Context: an optimization exercise on an open-source flow, tuned for small area. The choices shown serve that exercise and are no tape-out recipe. In this exercise RTL edits were held to simulation tests only and were not proved equivalent to the original. No activity file was given, so power comes from the tool's default toggle rates.

==> run C: inputs <==
==> flow/design.v (excerpt) <==
module tm_mon (
    input  wire        clk,
    input  wire        rst_n,             
    input  wire        smp_vld,           
    input  wire [11:0] code_u,            
    input  wire [11:0] code_v,
    input  wire [11:0] code_w,
    input  wire [15:0] theta,             
    input  wire [15:0] t_cmd,             
    input  wire [15:0] t_ce,              
    input  wire        active,            
    input  wire [47:0] iha_ofs,           
    input  wire [47:0] iha_gain,          
    input  wire [15:0] psi_pm,            
    input  wire [15:0] ld,                
    input  wire [15:0] lq,                
    input  wire [15:0] lq_k,              
    input  wire [3:0]  pole_pairs,
    input  wire [15:0] w_pct,             
    input  wire [15:0] w_abs,             
    input  wire [15:0] cnt_lim,           
    output reg         res_vld,
    output wire [15:0] t_tm,              
    output wire [15:0] i_d,               
    output wire [15:0] i_q,               
    output reg         exc_over,          
    output reg         dis_over,          
    output reg  [15:0] err_cnt,
    output reg         trip               
);
clock: 25.0 ns
lec_check: 0
cap_margin: 0
core_margin: 2
core_utilization: 40
slew_margin: 0
synth_memory_max_bits: 32768
standard.sh (not shown) runs the stock make flow with config.mk's settings and CLKGATE_MAP_FILE= SYNTH_SCRIPT=/design/flow/synth_recipe.tcl, a recipe that flattens the netlist after the stock synthesis.
==> flow/flow/run.sh <==
#!/bin/bash
set -euo pipefail
export BUFFER_PORTS_ARGS="-buffer_cell sky130_fd_sc_hd__buf_1"
export CTS_ARGS="-sink_clustering_enable -repair_clock_nets -buf_list sky130_fd_sc_hd__clkbuf_16 -dont_use_dummy_load"
bash standard.sh > standard_flow.log 2>&1
==> inputs of run R, as changes to run C <==
--- a/flow/design.v
+++ b/flow/design.v
@@ -604,19 +604,21 @@
     wire [8:0]  bb = {ch, bl};
     wire [17:0] rw [0:3];
     wire [3:0]  rs;
     genvar gi;
     generate
         for (gi = 0; gi < 4; gi = gi + 1) begin : g_row
             wire one = bb[2*gi+1] ^ bb[2*gi];
             wire two = (bb[2*gi+2] & ~bb[2*gi+1] & ~bb[2*gi]) | (~bb[2*gi+2] & bb[2*gi+1] & bb[2*gi]);
-            wire [17:0] pp = ({18{one}} & {M[16], M}) | ({18{two}} & {M, 1'b0});
-            assign rs[gi] = (bb[2*gi+2] ^ neg) & (one | two);
-            assign rw[gi] = (pp ^ {18{rs[gi]}}) ^ 18'h20000;
+            wire sg  = bb[2*gi+2] ^ neg;   
+            wire [17:0] mx = {M[16], M} ^ {18{sg}};
+            wire [17:0] pp = ({18{one}} & mx) | ({18{two}} & {mx[16:0], sg});
+            assign rs[gi] = sg & (one | two);
+            assign rw[gi] = pp ^ 18'h20000;
         end
     endgenerate
     wire [25:0] sum;
     tm_macsum u_sum (.a((clr ? 25'd0 : acc) ^ 25'h1000000), .r0(rw[0]), .r1(rw[1]), .r2(rw[2]),
                      .r3(rw[3]), .rs({rs[3:1], rs[0] & ~kill}), .sum(sum));
     wire [15:0] sat_acc = (acc[24:15] == {10{acc[24]}}) ? acc[15:0]
                                                          : (acc[24] ? 16'h8000 : 16'h7FFF);
     wire [15:0] sat_tq  = (acc[24:8] == {17{acc[24]}}) ? {acc[8:0], S[15:9]}
- CAP_MARGIN: 0 -> 20
- CORE_UTILIZATION: 40 -> 65
- SLEW_MARGIN: 0 -> 20
==> comparison table <==
	run R	run C
Outcome	finished clean	finished clean
Routed wirelength normalized by instance count	30.2 um	28.6 um
Post-synthesis compound-gate area fraction	25.1%	25.8%
Mapped Nets	2834	2861
Buffering stage count on the worst path with inverters included	10	4
Fraction of area in multi-input gates	62.4%	60.7%
Die Height	181 um	229 um
Kind of start point of the critical path	register	input port
Met1 routing resource usage after global routing	65.6%	48.2%
Num rows	64	82
Syn Std Cell Area	20400 um2	20300 um2
R2R setup slack	3.69 ns	5.00 ns
Number of ordinary inverters in the final layout	145	165
Worst Hold Path EP	err_cnt[8]	err_cnt[3]
Switching part of the total	49.7%	53.3%
Area of the multi-input gates	14000 um2	13800 um2
Final weighted congestion of routability-driven global placement	1.17	1.04
Total Power Consumption	2.24 mW	3.88 mW
Peak supply drop	222 uV	189 uV
Share of cells above drive strength 1	7.12%	7.38%
Cell count along the critical path	56	46
Filler cell count	2400	5028
Met2 layer usage reported by global route	78.2%	53.2%
Slowest stage cell, crit path	sky130_fd_sc_hd__ha_1	sky130_fd_sc_hd__o211ai_1

==> separate check: timing with driven ports <==
No port has a modelled driver above. Below, the same layouts with a new extraction and two added sets of constraints. Step 1 sets driving cells, clkbuf_16 on the clock port and buf_2 on the other inputs (assumed; they add their load-dependent delay and slew). Step 2, shift: input delay + t, output delay - t, t = (earliest + latest rising clock arrival at the registers) / 2. This alone moves slack from input paths to output paths. Slacks: no drivers / after step 1 / after step 2; pairs: no drivers / after step 1.
| run | shift t [ns] | setup WS [ns] | clock arrival spread, ns | worst slew at a driven data input, ns |
|---|---|---|---|---|
| run C | 0.544 | 4.142 / 4.179 / 3.634 | 0.027 / 0.027 | 0.12 |
| run R | 0.514 | 3.695 / 3.695 / 3.313 | 0.029 / 0.029 | 0.06 |
After both steps every run listed still meets setup and hold. The setup slack of run C, which loses most, moves by +0.037 ns with the drivers and by -0.508 ns with both steps.
